From an optimization exercise on the open Yosys and OpenROAD flow, aimed at small area, a short achievable clock period and few clock cycles per item; shortcuts taken in it are not production practice. Where RTL was checked, it was by simulation tests only, not by an equivalence proof against the original. Power is estimated from default activity; no workload was simulated.

Setup of the baseline:
Design exact_sum, start of the top module:
module exact_sum (
    input  wire        clk,
    input  wire        rst,
    input  wire        in_valid,
    output wire        in_ready,
    input  wire [31:0] in_data,
    input  wire [1:0]  in_dtype,
    input  wire        in_last,
    output wire        out_valid,
    input  wire        out_ready,
    output wire [31:0] out_data
);
    integer i;
    reg        rdy;
    reg        r0_v;
    reg        r0_s;        
    reg [4:0]  r0_q;        
    reg [2:0]  r0_r;        
    reg        r0_h;        
    reg [22:0] r0_f;        
    reg        r0_skip;     
    reg        r0_nan, r0_inf;
    reg [1:0]  r0_t;
    reg        r0_l;
    assign in_ready = rdy_o;
    wire take = in_valid & rdy;
    wire        i16  = (in_dtype == 2'd2);
    wire        ib16 = (in_dtype == 2'd1);
    wire [7:0]  ie32 = in_data[30:23];
    wire [7:0]  ie16b = in_data[14:7];
    wire [4:0]  ie16 = in_data[14:10];
    wire        iz32 = (ie32 == 8'd0), iz16b = (ie16b == 8'd0), iz16 = (ie16 == 5'd0);
    wire [7:0]  is32 = iz32 ? 8'd0 : ie32 - 8'd1;
    wire [7:0]  is16b = iz16b ? 8'd0 : ie16b - 8'd1;
    wire [4:0]  is16 = iz16 ? 5'd0 : ie16 - 5'd1;
    wire [22:0] i_f  = i16 ? {in_data[9:0], 13'd0} : ib16 ? {in_data[6:0], 16'd0} : in_data[22:0];
    wire        fz32 = (in_data[22:0] == 23'd0), fz16b = (in_data[6:0] == 7'd0), fz16 = (in_data[9:0] == 10'd0);
    wire        em32 = (ie32 == 8'hff), em16b = (ie16b == 8'hff), em16 = (ie16 == 5'h1f);
    wire        sk32 = em32 | (iz32 & fz32), sk16b = em16b | (iz16b & fz16b), sk16 = em16 | (iz16 & fz16);
    wire        na32 = em32 & !fz32, na16b = em16b & !fz16b, na16 = em16 & !fz16;
    wire        in32 = em32 & fz32, in16b = em16b & fz16b, in16 = em16 & fz16;
    wire        i_ez = i16 ? iz16 : ib16 ? iz16b : iz32;
    always @(posedge clk) begin
        if (rdy) begin
            r0_s    <= (i16 || ib16) ? in_data[15] : in_data[31];
            r0_q    <= i16 ? 5'd14 + {3'd0, is16[4:3]} : ib16 ? is16b[7:3] : is32[7:3];
            r0_r    <= i16 ? is16[2:0] : ib16 ? is16b[2:0] : is32[2:0];
            r0_h    <= !i_ez;
            r0_f    <= i_f;
            r0_skip <= i16 ? sk16 : ib16 ? sk16b : sk32;
            r0_nan  <= i16 ? na16 : ib16 ? na16b : na32;
  ...
Size: ~3300 cells after synthesis, ~690 flip-flops, roughly 73 I/O pins.
export LEC_CHECK = 0
export CAP_MARGIN = 20
export CORE_MARGIN = 2
export CORE_UTILIZATION = 40
export SLEW_MARGIN = 20
create_clock -name core_clock -period 15.0 [get_ports {clk}]
standard.sh (not shown) runs the stock make flow with config.mk's settings and CLKGATE_MAP_FILE= SYNTH_SCRIPT=/design/flow/synth_recipe.tcl, a recipe that flattens the netlist after the stock synthesis.
==> flow/flow/run.sh <==
#!/bin/bash
# Standard synthesis, then the standard layout steps with repair_timing asked
# for a larger setup margin (the SDC, period and IO constraints are unchanged),
# larger clock sink clusters and no dummy clock loads.
set -e
bash standard.sh synth > synth.log 2>&1
bash standard.sh SETUP_SLACK_MARGIN=11 "CTS_ARGS=-sink_clustering_enable -repair_clock_nets -dont_use_dummy_load -sink_clustering_size 30 -sink_clustering_max_diameter 80" finish > layout.log 2>&1
Testbench counts of the baseline, summed over its fixed seeds: cycles 32,739, items 32,678.
Changes in the candidate relative to the baseline:
-- flow/design.v --
<<< the baseline, line 19
    reg        r0_h;        
    reg [22:0] r0_f;        
    reg        r0_skip;     
    reg        r0_nan, r0_inf;
    reg [1:0]  r0_t;
    reg        r0_l;
>>> the candidate, line 19
    reg        r0_h;        
    reg [22:0] r0_f;        
    reg        r0_em;       
    reg        r0_fz;       
    reg [1:0]  r0_t;
    reg        r0_l;
<<< the baseline, line 37
    wire        fz32 = (in_data[22:0] == 23'd0), fz16b = (in_data[6:0] == 7'd0), fz16 = (in_data[9:0] == 10'd0);
    wire        em32 = (ie32 == 8'hff), em16b = (ie16b == 8'hff), em16 = (ie16 == 5'h1f);
    wire        sk32 = em32 | (iz32 & fz32), sk16b = em16b | (iz16b & fz16b), sk16 = em16 | (iz16 & fz16);
    wire        na32 = em32 & !fz32, na16b = em16b & !fz16b, na16 = em16 & !fz16;
    wire        in32 = em32 & fz32, in16b = em16b & fz16b, in16 = em16 & fz16;
    wire        i_ez = i16 ? iz16 : ib16 ? iz16b : iz32;
    always @(posedge clk) begin
>>> the candidate, line 37
    wire        fz32 = (in_data[22:0] == 23'd0), fz16b = (in_data[6:0] == 7'd0), fz16 = (in_data[9:0] == 10'd0);
    wire        em32 = (ie32 == 8'hff), em16b = (ie16b == 8'hff), em16 = (ie16 == 5'h1f);
    wire        i_ez = i16 ? iz16 : ib16 ? iz16b : iz32;
    always @(posedge clk) begin
<<< the baseline, line 48
            r0_h    <= !i_ez;
            r0_f    <= i_f;
            r0_skip <= i16 ? sk16 : ib16 ? sk16b : sk32;
            r0_nan  <= i16 ? na16 : ib16 ? na16b : na32;
            r0_inf  <= i16 ? in16 : ib16 ? in16b : in32;
            r0_t    <= in_dtype;
            r0_l    <= in_last;
>>> the candidate, line 45
            r0_h    <= !i_ez;
            r0_f    <= i_f;
            r0_em   <= i16 ? em16 : ib16 ? em16b : em32;
            r0_fz   <= i16 ? fz16 : ib16 ? fz16b : fz32;
            r0_t    <= in_dtype;
            r0_l    <= in_last;
<<< the baseline, line 56
    end
    wire        c_sgn  = r0_s;
    wire        c_nan  = r0_nan;
    wire        c_inf  = r0_inf;
    wire        c_skip = r0_skip;
    wire [23:0] c_m    = {r0_h, r0_f};
    wire [4:0]  c_q    = r0_q;
>>> the candidate, line 52
    end
    wire        c_sgn  = r0_s;
    wire        c_nan  = r0_em & !r0_fz;
    wire        c_inf  = r0_em & r0_fz;
    wire        c_skip = r0_em | (!r0_h & r0_fz);
    wire [23:0] c_m    = {r0_h, r0_f};
    wire [4:0]  c_q    = r0_q;
<<< the baseline, line 352
    reg         p1_v;
    reg [55:0]  p1_w;
    reg         p1_sg, p1_bz, p1_rz, p1_sub;
    reg [6:0]   p1_t;
    reg [6:0]   p1_lx;
>>> the candidate, line 348
    reg         p1_v;
    reg [55:0]  p1_w;
    wire        p1_sg = p1_w[55];
    reg         p1_bz, p1_rz, p1_sub;
    reg [6:0]   p1_t;
    reg [6:0]   p1_lx;
<<< the baseline, line 362
        else     p1_v <= cap_fast;
        p1_w    <= W;
        p1_sg   <= sg;
        p1_bz   <= bz;
        p1_rz   <= !sg && uz && !bz;
>>> the candidate, line 359
        else     p1_v <= cap_fast;
        p1_w    <= W;
        p1_bz   <= bz;
        p1_rz   <= !sg && uz && !bz;
<<< the baseline, line 434
        p2_ninf <= p1_ninf;
    end
    wire [24:0] m1 = {1'b0, p2_k} + {24'd0, p2_inc};
    reg  [1:0]  mhi;     
    always @(*) begin
>>> the candidate, line 430
        p2_ninf <= p1_ninf;
    end
    reg  [24:0] m1;
    reg         mc;
    always @(*) begin
        mc = p2_inc;
        for (i = 0; i < 24; i = i + 1) begin
            m1[i] = p2_k[i] ^ mc;
            mc    = mc & p2_k[i];
        end
        m1[24] = mc;
    end
    reg  [1:0]  mhi;     
    always @(*) begin
==> summary.txt <==
In the candidate, the time the final worst path needs with I/O delays and setup came out 1.47 ns above the value in the baseline. Between the candidate and the baseline, the total track usage does not differ in any meaningful way. The candidate against the baseline; number of buffers created by CTS is up by a little under 10%. Clock network fraction of design power is lower on the baseline. Compare the baseline and the candidate | number of stages on the worst setup path lower: the baseline. Launching element of the worst setup path: p2_k[0] -> the candidate, in_data[2] -> the baseline. On sequential cell count, the baseline and the candidate are basically level. The candidate ended up with edfxtp_1 as its cell with the largest stage delay on the worst path; the baseline ended up with or4_4. On delay of the slowest critical-path stage, the higher figure sits with the baseline, not the candidate. Of the baseline and the candidate, the run reporting the higher setup slack was the baseline. The candidate has relative contribution of combinational cells to total power below what the baseline had.
Only the layout flow was run in the candidate; the RTL was not checked for function there.

---

Another version of the RTL of exact_sum (not shown whole).
For scale: ~3300 cells after synthesis, roughly 73 I/O pins, roughly 33000 um^2 of cells after synthesis.
export LEC_CHECK = 0
export CAP_MARGIN = 20
export CORE_MARGIN = 2
export CORE_UTILIZATION = 40
export SLEW_MARGIN = 20
create_clock -name core_clock -period 15.0 [get_ports {clk}]
Scripts as last shown in full above: flow/flow/run.sh
==> next run, changes <==
--- a/flow/design.v
+++ b/flow/design.v
@@ -109,23 +109,19 @@
     reg        s_nan, s_pinf, s_ninf;
     reg        cap_fast;
     reg        acons;           
     wire [55:0] a_es = {{24{a_e[31]}}, a_e};
     reg  [2:0]  wsel;           
     reg         wclr;           
-    reg  [5:0]  csel;           
-    wire [7:0]  din;
-    wire        ssg;
-    wire [55:0] rdig   = {{8{csel[0] & ssg}}, {8{csel[5]}} & din, {8{csel[4]}} & din,
-                          {8{csel[3]}} & din, {8{csel[2]}} & din, {8{csel[1]}} & din,
-                          {8{csel[0]}} & din};
     wire [55:0] addend = ({56{wsel[0]}} & a_es) | ({56{wsel[1]}} & {a_es[47:0], 8'd0}) |
-                         ({56{wsel[2]}} & {a_es[39:0], 16'd0}) | rdig;
+                         ({56{wsel[2]}} & {a_es[39:0], 16'd0});
     wire        cap_slow;
-    wire [55:0] W_nx;
-    sk_add #(.N(56)) u_wadd (.a(wclr ? 56'd0 : W), .b(addend), .s(W_nx));
+    wire [55:0] rwin;
+    wire [55:0] wsum;
+    sk_add #(.N(56)) u_wadd (.a(wclr ? 56'd0 : W), .b(addend), .s(wsum));
+    wire [55:0] W_nx   = cap_slow ? rwin : wsum;
     reg  [1:0] pcnt;                  
     reg  o_v;
     reg  rdy_o, o_vo;                 
     wire out_take = o_v & out_ready;
     wire adv0       = r0_v && (!a_v || acons);
     wire spill_done = (rs == RS_SPILL) && rdone;
@@ -184,14 +180,13 @@
             acons    <= acons_nx;
             sfin_req <= fin_start;
         end
         wsel[0] <= !rst && acons_nx && !askip_nx && (ao_nx == 2'd0);
         wsel[1] <= !rst && acons_nx && !askip_nx && (ao_nx == 2'd1);
         wsel[2] <= !rst && acons_nx && !askip_nx && (ao_nx == 2'd2);
-        wclr    <= !rst && ((acons_nx && aclr_nx) || csel_nx[0]);
-        csel    <= rst ? 6'd0 : csel_nx;
+        wclr    <= !rst && acons_nx && aclr_nx;
     end
     always @(posedge clk) begin
         if (rst) begin
             f_open   <= 1'b0;
             f_wempty <= 1'b1;
             f_slow   <= 1'b0;
@@ -244,23 +239,17 @@
             set_dt <= a_dt;
             s_nan  <= (!a_first & s_nan)  | a_nan;
             s_pinf <= (!a_first & s_pinf) | a_pinf;
             s_ninf <= (!a_first & s_ninf) | a_ninf;
         end
         if (rst) cap_fast <= 1'b0;
-        else     cap_fast <= (acons && a_last && !a_slowlast) || cap_last;
+        else     cap_fast <= (acons && a_last && !a_slowlast) || cap_slow;
     end
     wire [5:0] pos_nx    = pos37 ? 6'd0 : pos + 6'd1;
     wire       rs_act_nx = act && !pos37;
     wire       act_nx    = (rs_nx != RS_IDLE) && (rs_act_nx || (pos_nx == 6'd0));
-    wire [5:0] bwin_nx;
-    wire [5:0] csel_nx;
-    genvar gj;
-    generate for (gj = 0; gj < 6; gj = gj + 1) begin : g_csel
-        assign csel_nx[gj] = act_nx && (rs_nx == RS_CAP) && (pos_nx == bwin_nx + gj);
-    end endgenerate
     reg  [6:0] rel;           
     wire       spilling = act && ((rs == RS_SPILL) || (rs == RS_FSPILL));
     reg  [7:0] nwdig;
     always @(*) begin
         case (rel[2:0])
             3'd0:    nwdig = W[7:0];
@@ -271,28 +260,25 @@
             3'd5:    nwdig = W[47:40];
             3'd6:    nwdig = W[55:48];
             default: nwdig = {8{W[55]}};
         endcase
     end
     wire [7:0] addd = (!spilling || rel[6]) ? 8'd0 : (rel <= 7'd6) ? nwdig : {8{W[55]}};
-    assign     din      = ring[303:296];
+    wire [7:0] din      = ring[303:296];
     wire [8:0] sum9     = {1'b0, din} + {1'b0, addd} + {8'd0, spilling && !pos0 && rc};
     wire       zero_wr  = act && ((rs == RS_GCLR) || (rs == RS_CAP));
     wire [7:0] rg0      = zero_wr ? 8'd0 : sum9[7:0];
     reg  [5:0] hz, ho;
     wire       scanning = act && (rs == RS_SCAN);
     wire       capping  = act && (rs == RS_CAP);
     wire       dnz = (din != 8'd0);
     wire       dno = (din != 8'hff);
     wire [5:0] hz_f = dnz ? pos : (pos0 ? 6'd0 : hz);
     wire [5:0] ho_f = dno ? pos : (pos0 ? 6'd0 : ho);
     wire [5:0] kk   = din[7] ? ho_f : hz_f;
     assign     cap_slow = capping && (pos == bwin);
-    wire       cap_last = capping && (pos == bwin + 6'd5);
-    assign     bwin_nx  = (scanning && pos37) ? ((kk < 6'd5) ? 6'd0 : kk - 6'd5) : bwin;
-    assign     ssg      = ssign;
     always @(posedge clk) begin
         ring     <= {ring[295:0], rg0};
         rc       <= sum9[8];
         rel      <= {1'b0, pos_nx} - {2'b0, W_base};
         if (scanning) begin
             hz <= hz_f;
@@ -311,12 +297,14 @@
         end else begin
             rs     <= rs_nx;
             rs_act <= rs_act_nx;
             pos    <= pos_nx;
         end
     end
+    assign rwin = {{8{ssign}}, ring[263:256], ring[271:264], ring[279:272],
+                   ring[287:280], ring[295:288], ring[303:296]};
     wire        sg  = W[55];
     wire        bz  = w_ovr & w_bz;
     wire [55:0] U   = W ^ {{24{W[55]}}, {16{W[54]}}, {16{W[53]}}};
     reg [4:0] pm;     
     reg [6:0] k0;     
     reg [7:0] kp;     
The new run passed the timing, design-rule and antenna checks; global-route usage came out lower by 0.46 points; setup slack is worse by 0.079 ns; design area drops by 4.7%; routed wire length drops by 6.1%; sequential share of layout area is higher by 1.7 points; fmax drops by 1.9%; register-to-register slack is worse by 0.02 ns; area after synthesis went down by 2.8%; critical path depth rose by 1; utilization goes down by 0.67 points; via count fell by 3.4%; sequential power hardly moves.
Testbench counts after the change, summed over its fixed seeds: cycles 32,739, items 32,678.
No functional check of the RTL was part of the first run of this note.

-- afterwards: timing with drivers on the ports --
How much do the figures lean on ideal ports? The routed layouts below were timed once more, with nothing changed but the port constraints.
Step 1: set_driving_cell puts a clkbuf_16 on clk and a buf_2 on each other input, an assumption about the parent block.
Step 2, shift: input delay + t, output delay - t, t = (earliest + latest rising clock arrival at the registers) / 2. This alone moves slack from input paths to output paths.
Three values: ideal, step 1, step 2; two values: the first two.
| run | shift t [ns] | setup slack, ns | latest minus earliest clock arrival (ns) | worst register clock-pin slew, ns | worst slew at a driven data input, ns |
|---|---|---|---|---|---|
| the baseline | 0.617 | 10.738 / 10.745 / 10.142 | 0.105 / 0.105 | 0.11 / 0.11 | 0.06 |
| the candidate | 0.632 | 9.263 / 9.263 / 9.263 | 0.078 / 0.078 | 0.11 / 0.11 | 0.06 |
| the first run of note 2 | 0.623 | 10.880 / 10.819 / 10.343 | 0.079 / 0.079 | 0.11 / 0.11 | 0.05 |
| the second run of note 2 | 0.627 | 10.801 / 10.738 / 10.479 | 0.085 / 0.085 | 0.11 / 0.11 | 0.04 |
After both steps every run listed still meets setup and hold. The setup slack of the baseline, which loses most, moves by +0.007 ns with the drivers and by -0.596 ns with both steps.
